What follows belongs to an exercise in optimizing a design on an open flow for small area; a production flow would make more cautious choices.
The RTL was checked by simulation tests, not by an equivalence proof against the original design.
No activity file was given, so power comes from the tool's default toggle rates.

[design/flow/config.mk]
export PLATFORM = sky130hd
export DESIGN_NAME = pdm_cic_bank
export DESIGN_NICKNAME = pdm_cic_bank
export VERILOG_FILES = /design/flow/design.v
export SDC_FILE = /design/flow/constraint.sdc
export NUM_CORES = 4
export LEC_CHECK = 0
export ABC_AREA = 1
export CAP_MARGIN = 0
export CORE_MARGIN = 2
export CORE_UTILIZATION = 60
export SLEW_MARGIN = 0
[design/flow/flow/run.sh]
#!/bin/bash
# The standard layout, with three changes:
#  - synthesis maps the logic with a stronger ABC area script (flow/abc_area.script);
#    the rest of the standard synthesis (synth_recipe.tcl) is unchanged, so the
#    registers and their names are the standard synthesis's;
#  - port buffers are buf_1;
#  - the clock tree uses clkbuf_8 with sink clusters of at most 20, no dummy loads.
set -euo pipefail
W=$PWD
cat > "$W/area_synth.tcl" <<EOT
# ABC with flow/abc_area.script in place of the ABC_AREA script; everything else
# is synth_recipe.tcl.
proc abc {args} {
  set i [lsearch -exact \$args -script]
  if {\$i >= 0} { lset args [expr {\$i + 1}] $W/flow/abc_area.script }
  yosys abc {*}\$args
}
source $W/synth_recipe.tcl
EOT
export BUFFER_PORTS_ARGS="-buffer_cell sky130_fd_sc_hd__buf_1"
export CTS_ARGS="-sink_clustering_enable -repair_clock_nets -sink_clustering_size 20 -sink_clustering_max_diameter 60 -buf_list sky130_fd_sc_hd__clkbuf_8 -dont_use_dummy_load"
bash standard.sh SYNTH_SCRIPT="$W/area_synth.tcl" finish > orfs_make.log 2>&1
[design/flow/standard.sh]
#!/bin/bash
# synth_recipe.tcl (not shown) runs the flow's synth.tcl, then flattens the netlist and writes it again
# the make line also repeats each setting of config.mk as NAME=value (left out here)
make -C /OpenROAD-flow-scripts/flow DESIGN_CONFIG=/design/flow/config.mk WORK_HOME=/design/flow/orfs CLKGATE_MAP_FILE= SYNTH_SCRIPT=/design/flow/synth_recipe.tcl "${@:-finish}"
[design/flow/constraint.sdc]
create_clock -name core_clock -period 20.0 [get_ports {clk}]
set_input_delay 4.0000 -clock core_clock [delete_from_list [all_inputs] [get_ports {clk}]]
set_output_delay 4.0000 -clock core_clock [all_outputs]
set_load 0.01 [all_outputs]
[design/flow/design.v]
module pdm_cic_bank (
    input  wire        clk,
    input  wire        rst,
    input  wire        ratio,       
    input  wire        bit_valid,
    input  wire [15:0] bits,
    output reg         out_valid,
    output wire [3:0]  out_ch,
    output wire [31:0] out_data
);
  localparam SW = 116;
  reg  [2:0]  phase;       
  reg         clr;         
  reg         act;         
  reg  [2:0]  acnt;
  reg  [15:0] blat;        
  reg  [4:0]  icur;        
  reg         ohalf;
  reg  [SW*8-1:0] ring_a, ring_b;
  wire [4:0] inext = ratio ? icur + 5'd1 : {1'b0, icur[3:0] + 4'd1};
  wire       shift = act && (icur == 5'd0);
  wire       fin   = (icur == {ratio, 4'd14});    
  wire       sel_nxt = shift && !clr;
  wire       sel_cur = !shift && !clr;
  wire       ba = act && blat[{1'b0, phase}];
  wire [2:0] phm1 = phase - 3'd1;
  wire       bb = act && blat[{1'b1, phm1}];
  wire [5:0] cidx = {ratio, icur};
  wire [15:0] c0;
  assign c0[0] = 64'h7878787800007878 >> cidx;
  assign c0[1] = 64'h1fe01fe000001fe0 >> cidx;
  assign c0[2] = 64'h364fc9b00000364f >> cidx;
  assign c0[3] = 64'h12f642df000012f6 >> cidx;
  assign c0[4] = 64'h030d18460000030d >> cidx;
  assign c0[5] = 64'h0a51e34d00000a51 >> cidx;
  assign c0[6] = 64'h07fb636e000007fb >> cidx;
  assign c0[7] = 64'h01715cea00000171 >> cidx;
  assign c0[8] = 64'h00dfa653000000df >> cidx;
  assign c0[9] = 64'h0035e95a00000035 >> cidx;
  assign c0[10] = 64'h000cb0e70000000c >> cidx;
  assign c0[11] = 64'h0003957e00000003 >> cidx;
  assign c0[12] = 64'h0000732b00000000 >> cidx;
  assign c0[13] = 64'h00000f1900000000 >> cidx;
  assign c0[14] = 64'h000000f800000000 >> cidx;
  assign c0[15] = 64'h0000000700000000 >> cidx;
  wire [18:0] c1;
  assign c1[0] = 64'h0000000000000000 >> cidx;
  assign c1[1] = 64'h0000000000000000 >> cidx;
  assign c1[2] = 64'h7878787800008787 >> cidx;
  assign c1[3] = 64'h9867986700007986 >> cidx;
  assign c1[4] = 64'h4849b7b6000002e2 >> cidx;
  assign c1[5] = 64'h2792f6420000ce05 >> cidx;
  assign c1[6] = 64'h2011fb5a00007b6f >> cidx;
  assign c1[7] = 64'hacd5627500004a34 >> cidx;
  assign c1[8] = 64'h27930f970000a813 >> cidx;
  assign c1[9] = 64'h44896eb40000e3f0 >> cidx;
  assign c1[10] = 64'hc00f9b230000b3f0 >> cidx;
  assign c1[11] = 64'h82fa0690000096a5 >> cidx;
  assign c1[12] = 64'h01ac018f00007193 >> cidx;
  assign c1[13] = 64'h5530007f00000f8f >> cidx;
  assign c1[14] = 64'hcc9555550000007f >> cidx;
  assign c1[15] = 64'hc38ccccc00000000 >> cidx;
  assign c1[16] = 64'h3f83c3c300000000 >> cidx;
  assign c1[17] = 64'h007fc03f00000000 >> cidx;
  assign c1[18] = 64'h00003fff00000000 >> cidx;
  wire [19:0] c2;
  assign c2[0] = 64'h0000000000000000 >> cidx;
  assign c2[1] = 64'h7878787800007878 >> cidx;
  assign c2[2] = 64'h6798679800009867 >> cidx;
  assign c2[3] = 64'hce3031cf00003031 >> cidx;
  assign c2[4] = 64'h6d703ad900008fc5 >> cidx;
  assign c2[5] = 64'he780079d00000fc2 >> cidx;
  assign c2[6] = 64'h8c9fe4c50000a317 >> cidx;
  assign c2[7] = 64'h535feb2a0000c84c >> cidx;
  assign c2[8] = 64'ha053281700006b5b >> cidx;
  assign c2[9] = 64'head86d5c00005028 >> cidx;
  assign c2[10] = 64'h7fbb77fb00006858 >> cidx;
  assign c2[11] = 64'h5dc00ee800002792 >> cidx;
  assign c2[12] = 64'h9417a0a700001fe3 >> cidx;
  assign c2[13] = 64'he6b0359f00000003 >> cidx;
  assign c2[14] = 64'h5270392a00000003 >> cidx;
  assign c2[15] = 64'hce0fc1cc0000fffc >> cidx;
  assign c2[16] = 64'hc1fffe0f00000000 >> cidx;
  assign c2[17] = 64'hc000000f00000000 >> cidx;
  assign c2[18] = 64'hc000000f00000000 >> cidx;
  assign c2[19] = 64'h3ffffff000000000 >> cidx;
  wire [18:0] c3;
  assign c3[0] = 64'h0000000000000000 >> cidx;
  assign c3[1] = 64'h0000000000000000 >> cidx;
  assign c3[2] = 64'h7878787800008787 >> cidx;
  assign c3[3] = 64'h9867986700008679 >> cidx;
  assign c3[4] = 64'hb7b6484900001d02 >> cidx;
  assign c3[5] = 64'h09bd2792000081ce >> cidx;
  assign c3[6] = 64'h6b7e20110000db7b >> cidx;
  assign c3[7] = 64'hb91aacd50000b14a >> cidx;
  assign c3[8] = 64'ha7c3279300002057 >> cidx;
  assign c3[9] = 64'hb5da448900003f1e >> cidx;
  assign c3[10] = 64'h1367c00f00003f34 >> cidx;
  assign c3[11] = 64'h25817d05000095a7 >> cidx;
  assign c3[12] = 64'hc600d60300002638 >> cidx;
  assign c3[13] = 64'hf80032aa0000c7c0 >> cidx;
  assign c3[14] = 64'haaaaa4cc0000f800 >> cidx;
  assign c3[15] = 64'hccccc70f00000000 >> cidx;
  assign c3[16] = 64'h0f0f07f000000000 >> cidx;
  assign c3[17] = 64'hf00ff80000000000 >> cidx;
  assign c3[18] = 64'hfff0000000000000 >> cidx;
  wire [15:0] c4;
  assign c4[0] = 64'h7878787800007878 >> cidx;
  assign c4[1] = 64'h1fe01fe000001fe0 >> cidx;
  assign c4[2] = 64'h364fc9b00000c9b0 >> cidx;
  assign c4[3] = 64'hed09bd200000bd20 >> cidx;
  assign c4[4] = 64'h8862c3000000c300 >> cidx;
  assign c4[5] = 64'hcb1e294000002940 >> cidx;
  assign c4[6] = 64'hdb1b7f8000007f80 >> cidx;
  assign c4[7] = 64'h5cea3a0000003a00 >> cidx;
  assign c4[8] = 64'h2997ec000000ec00 >> cidx;
  assign c4[9] = 64'h6a5eb0000000b000 >> cidx;
  assign c4[10] = 64'h9c34c0000000c000 >> cidx;
  assign c4[11] = 64'hfaa7000000000000 >> cidx;
  assign c4[12] = 64'h5338000000000000 >> cidx;
  assign c4[13] = 64'h63c0000000000000 >> cidx;
  assign c4[14] = 64'h7c00000000000000 >> cidx;
  assign c4[15] = 64'h8000000000000000 >> cidx;
  wire [SW-1:0] head_a = ring_a[SW-1:0];
  wire [SW-1:0] head_b = ring_b[SW-1:0];
  wire [SW-1:0] new_a, new_b;
  wire [24:0] base_a0 = (head_a[24:0] & {25{sel_cur}}) | (head_a[49:25] & {25{sel_nxt}}) | ((ratio ? 25'd0 : 25'd0) & {25{clr}});
  cic_rca #(.W(25), .C(16)) u_add_a0 (.a(base_a0), .b(ba ? c0 : 16'd0), .s(new_a[24:0]));
  wire [24:0] base_a1 = (head_a[49:25] & {25{sel_cur}}) | (head_a[74:50] & {25{sel_nxt}}) | ((ratio ? 25'd16588720 : 25'd516536) & {25{clr}});
  cic_rca #(.W(25), .C(19)) u_add_a1 (.a(base_a1), .b(ba ? c1 : 19'd0), .s(new_a[49:25]));
  wire [24:0] base_a2 = (head_a[74:50] & {25{sel_cur}}) | ({2'd0, head_a[97:75]} & {25{sel_nxt}}) | ((ratio ? 25'd12507632 : 25'd374552) & {25{clr}});
  cic_rca #(.W(25), .C(20)) u_add_a2 (.a(base_a2), .b(ba ? c2 : 20'd0), .s(new_a[74:50]));
  wire [22:0] base_a3 = (head_a[97:75] & {23{sel_cur}}) | ({5'd0, head_a[115:98]} & {23{sel_nxt}}) | ((ratio ? 23'd3308816 : 23'd89768) & {23{clr}});
  cic_rca #(.W(23), .C(19)) u_add_a3 (.a(base_a3), .b(ba ? c3 : 19'd0), .s(new_a[97:75]));
  wire [17:0] base_a4 = (head_a[115:98] & {18{sel_cur}}) | (18'd0 & {18{sel_nxt}}) | ((ratio ? 18'd100688 : 18'd2184) & {18{clr}});
  cic_rca #(.W(18), .C(16)) u_add_a4 (.a(base_a4), .b(ba ? c4 : 16'd0), .s(new_a[115:98]));
  wire [24:0] base_b0 = (head_b[24:0] & {25{sel_cur}}) | (head_b[49:25] & {25{sel_nxt}}) | ((ratio ? 25'd0 : 25'd0) & {25{clr}});
  cic_rca #(.W(25), .C(16)) u_add_b0 (.a(base_b0), .b(bb ? c0 : 16'd0), .s(new_b[24:0]));
  wire [24:0] base_b1 = (head_b[49:25] & {25{sel_cur}}) | (head_b[74:50] & {25{sel_nxt}}) | ((ratio ? 25'd16588720 : 25'd516536) & {25{clr}});
  cic_rca #(.W(25), .C(19)) u_add_b1 (.a(base_b1), .b(bb ? c1 : 19'd0), .s(new_b[49:25]));
  wire [24:0] base_b2 = (head_b[74:50] & {25{sel_cur}}) | ({2'd0, head_b[97:75]} & {25{sel_nxt}}) | ((ratio ? 25'd12507632 : 25'd374552) & {25{clr}});
  cic_rca #(.W(25), .C(20)) u_add_b2 (.a(base_b2), .b(bb ? c2 : 20'd0), .s(new_b[74:50]));
  wire [22:0] base_b3 = (head_b[97:75] & {23{sel_cur}}) | ({5'd0, head_b[115:98]} & {23{sel_nxt}}) | ((ratio ? 23'd3308816 : 23'd89768) & {23{clr}});
  cic_rca #(.W(23), .C(19)) u_add_b3 (.a(base_b3), .b(bb ? c3 : 19'd0), .s(new_b[97:75]));
  wire [17:0] base_b4 = (head_b[115:98] & {18{sel_cur}}) | (18'd0 & {18{sel_nxt}}) | ((ratio ? 18'd100688 : 18'd2184) & {18{clr}});
  cic_rca #(.W(18), .C(16)) u_add_b4 (.a(base_b4), .b(bb ? c4 : 16'd0), .s(new_b[115:98]));
  always @(posedge clk) begin
    ring_a <= {new_a, ring_a[SW*8-1:SW]};
    ring_b <= {new_b, ring_b[SW*8-1:SW]};
    if (bit_valid) blat <= bits;
    if (rst) begin
      phase <= 3'd0;
      clr   <= 1'b1;
      act   <= 1'b0;
      acnt  <= 3'd0;
      icur  <= {ratio, 4'd14};
      ohalf <= 1'b0;
      out_valid <= 1'b0;
    end else begin
      phase <= phase + 3'd1;
      if (phase == 3'd7) clr <= 1'b0;
      if (act && acnt == 3'd7) act <= 1'b0;
      acnt <= acnt + 3'd1;
      if (bit_valid) begin
        act  <= 1'b1;
        acnt <= 3'd0;
        icur <= inext;
      end
      if (phase == 3'd0) begin
        if (out_valid) begin
          if (ohalf) out_valid <= 1'b0;
          ohalf <= ~ohalf;
        end else if (act && fin) begin
          out_valid <= 1'b1;
        end
      end
    end
  end
  wire [SW-1:0] head_o = ohalf ? head_b : ring_a[SW*8-1:SW*7];
  wire [24:0] u0l = head_o[24:0];
  wire        u0h = ratio && (u0l == 25'd0) && head_o[49];
  wire [31:0] us = ratio ? {3'd0, u0h, u0l, 3'd0} : {3'd0, u0l[20:0], 8'd0};
  assign out_data = us - 32'h0800_0000;
  assign out_ch   = {ohalf, phm1};
endmodule
module cic_rca #(parameter W = 8, parameter C = 4) (
    input  wire [W-1:0] a,
    input  wire [C-1:0] b,
    output wire [W-1:0] s
);
  wire [W:0] c;
  assign c[0] = 1'b0;
  genvar k;
  generate
    for (k = 0; k < W; k = k + 1) begin : g_bit
      if (k < C) begin : g_fa
        assign s[k]   = a[k] ^ b[k] ^ c[k];
        assign c[k+1] = (a[k] & b[k]) | (c[k] & (a[k] ^ b[k]));
      end else begin : g_ha
        assign s[k]   = a[k] ^ c[k];
        assign c[k+1] = a[k] & c[k];
      end
    end
  endgenerate
endmodule
[design/flow/flow/abc_area.script]
strash
dch -f
map -a -B 0.9
mfs2
strash
dch -f
map -a -B 0.9
mfs2
strash
dch -f
map -a -B 0.9
topo
stime -c
==> notes.md <==
Cts hold-fix bufs -> 0
Worst hold path class -> reg -> reg
DRT iter0 DRCs -> 1,402
Worst EP arrival -> 13.87 ns
Critical Path RT -> 20.63 ns
Relative max-transition margin -> 15.2%
Max-Cap Viols -> 0
Seq cells post-synth -> 1,887
Syn Std Cell Area -> 48,700 um2
Syn. warnings -> 1
Combinational Power Share -> 6.3%
Antenna-violating nets left -> 0
FF/Latch Area -> 37,900 um2
Clock latency (worst-skew pair) -> 0.79 ns
GRT overflow -> 0
Most used cell along the critical path -> fa_1
Setup TNS -> 0 ns
Max Transition Viols Final -> 0
FF-to-FF Start -> icur[2]
Mean Syn Cell Area -> 14.0 um2
Cell Int Power -> 4.82 mW
Synth top area cells -> dfxtp_1 (77%), fa_1 (6.6%), clkinv_1 (2.5%), nand2_1 (2.4%), ha_1 (2.2%)
Slowest cell delay on critical path -> 0.58 ns
CP startpoint kind -> input port
WHS Path Cells -> 0
CP Capture Type -> register
CP max stage cell -> nor2_1
Initial Util -> 60.5%
Switch Pwr -> 1.45 mW
Nets -> 3,965
Multi-input logic area -> 9490 um2
Inserted Clock Buffers -> 107
Crit Path Category -> in -> reg
Final Critical Period -> 13.24 ns
Hold Path Sink -> ring_b[277]
Buffer depth of the longest clock path -> 3
Sequential-to-total area share from yosys stat -> 77.9%
HP Start -> ring_b[393]
P per Cell Area -> 120 nW/um2
TritonCTS clock tree -> built
Most common cell in the synthesized netlist -> dfxtp_1
Final Total Pwr -> 6.27 mW
Layout area overhead -> 7.01%
Via density -> 5.20
Share of cells above drive strength 1 -> 5.06%
Mux share of post-synthesis cell area -> 0.103%
Area leader, netlist -> dfxtp_1
Dominant synthesized flop cell -> dfxtp_1
Post-Synth Simple-Gate Area -> 4.47%
Clock group share of total power -> 23.8%
Vias in the first global route -> 26,093
Unrepaired setup endpoints after global routing -> no
Status -> timing/DRC/antenna clean
H-tree depth -> 3
Filler Cell Count -> 5,553
Number of setup buffers added after CTS -> 0
Post-Route Skew -> 0.157 ns
Fin. Hold Viols -> 0
Yosys top cell area share -> 76.9%
Final core utilization -> 64.8%
Clock Pin Slew Worst Setup and Hold Paths -> 0.11 ns
Register share of total power -> 69.9%
# clock sinks -> 1,887
Flop2flop setup slack -> 8.73 ns
RD Place Congestion -> 0.983
Initial antenna violation count -> 4
First-pass GRT wire length -> 171,000 um
Via count -> 24,761
Worst Path Max Fanout -> 34
FFs w/ async S/R, synth -> 0%
HPWL Detailed -> 83,100 um
Final WL -> 116,000 um
RR Endpoint -> ring_a[886]
Largest net degree at the start of global routing -> 51
Switching share of power -> 23.1%
Port bufs -> 53
Synth Area in XOR/XNOR -> 0.216%
Main combinational cell family by area after synthesis -> adder cells
Period utilization -> 66.2%
Final setup fails -> 0
Row cnt -> 104
Synthesized instance count -> 3,487
Reg2Reg Depth -> 35
Core footprint -> 80,400 um2
Wire length per cell -> 24.4 um
I/O pin count -> 57
P_leak -> 20.2 nW
Adder-cell share of the synthesized area -> 8.79%
Max Freq -> 0.0755 GHz
Worst slew pin tran -> 1.26 ns
Die area -> 83,400 um2
Netlist cell types -> 39
Die height -> 289 um
Peak supply drop -> 0.0957 mV
Complex-gate fraction of the synthesized area -> 5.84%
Die X -> 289 um
EDFF count, synth -> 17
Total global-route track usage -> 28.3%
CTS-repair resized insts -> 0
DRC viols -> 0
Post-synth top cells -> dfxtp_1 (1,870), clkinv_1 (329), nand2_1 (317), nor2_1 (164), fa_1 (160)
First drt pass iteration count -> 5
Root buffer cell -> clkbuf_8
==> power by group through the flow <==
stage / clock network, mW / registers [mW] / logic (mW)
final: 1.49 / 4.38 / 0.395
after global routing: 1.64 / 4.42 / 0.424
after CTS: 1.52 / 4.39 / 0.394
after detailed placement: 0 / 4.47 / 0.389
after global placement: 0 / 4.44 / 0.390
after floorplan: 0 / 4.40 / 0.196
==> state kept, by name, indices dropped and copies added (netlist names) <==
name and flops:
ring_a 928, ring_b 928, blat 16, icur 5, acnt 3, phase 3, act 1, clr 1
ohalf 1, out_valid 1
==> critical path, delay by kind of cell <==
family          cells  cell delay (ns)
fa+ha+maj          22             6.98
buf+inv             6             1.67
simple gates        3             0.74
compound gates      1             0.32
xor+xnor            1             0.14
==> area by class of cell <==
type                    instances  area share, %
diodes                          5         0.0240
clock buffers                 107           2.83
inverters                     329           2.38
multi-input cells            1267           18.2
flip-flops and latches       1887           72.8
well taps                    1060           2.55
repair buffers                107           1.16
==> stage by stage <==
step | std cells | area [um2] | hold slack [ns] | setup WS [ns]
after floorplan | 3489 | 48700 | 0.310 | 1.18
after global placement | 4650 | 50600 | 0.309 | 6.20
after detailed placement | 4650 | 50600 | 0.312 | 5.95
after CTS | 4757 | 52100 | 0.244 | 6.74
after global routing | 4760 | 52100 | 0.248 | 6.49
final | 4762 | 52100 | 0.255 | 6.76
==> cells by family after synthesis <==
family	after synthesis
fa+ha+maj	246
xor+xnor	12
mux	5
compound gates	450
buf+inv	335
flops	1887
other cells	1
simple gates	551
==> cells in the final DEF, fill, tap and decap left out, drive strengths merged, types with 30 or more instances in the layout <==
| master | Yosys | final |
|---|---|---|
| fa | 160 | 160 |
| a22oi | 43 | 43 |
| nand3 | 30 | 30 |
| o22ai | 81 | 81 |
| clkbuf | 0 | 108 |
| a221oi | 60 | 60 |
| dfxtp | 1870 | 1870 |
| clkinv | 329 | 325 |
| nor2 | 164 | 164 |
| a21oi | 95 | 95 |
| buf | 6 | 106 |
| o21ai | 124 | 124 |
| ha | 86 | 86 |
| nand2 | 317 | 317 |
==> routing by layer <==
metal / share of wire [%] / GRT usage [%]
met2: 48 / 47.0
met5: 0.011 / 0
met3: 3.9 / 3.61
met4: 4.9 / 12.9
met1: 44 / 37.3
==> how the worst max path moves through the flow <==
stage             from          end  slack (ns)
3_5_place_dp     ratio  ring_b[836]        5.95
4_1_cts          ratio  ring_b[836]        6.74
5_1_grt          ratio  ring_b[836]        6.49
2_1_floorplan  icur[3]  ring_b[886]        1.18
6_report         ratio  ring_b[836]        6.76
3_3_place_gp     ratio  ring_b[886]        6.20

[port drivers added, routing unchanged]
Ports are ideal in the flow. The routed layout listed here was re-timed in OpenROAD.
Step 1 (the two cells are an assumption about what drives the block):
set clk [get_ports {clk}]
set_driving_cell -lib_cell sky130_fd_sc_hd__clkbuf_16 $clk
set_driving_cell -lib_cell sky130_fd_sc_hd__buf_2 [delete_from_list [all_inputs] $clk]
Step 2 adds t to the input delays and takes it off the output delays; t is the mean of the earliest and latest rising clock arrival at the registers after step 1. Input paths then give back, and output paths get back, about the clock's delay inside the block.
Three values: no drivers, after step 1, after step 2; two values: the first two.
t, ns: 0.775
slack for setup (ns): 6.760 / 6.793 / 6.017
worst hold slack (ns): 0.255 / 0.255 / 0.255
clock arrival spread, ns: 0.159 / 0.159
After both steps setup and hold are still met in this run. The setup slack of this run moves by +0.033 ns with the drivers and by -0.743 ns with both steps.
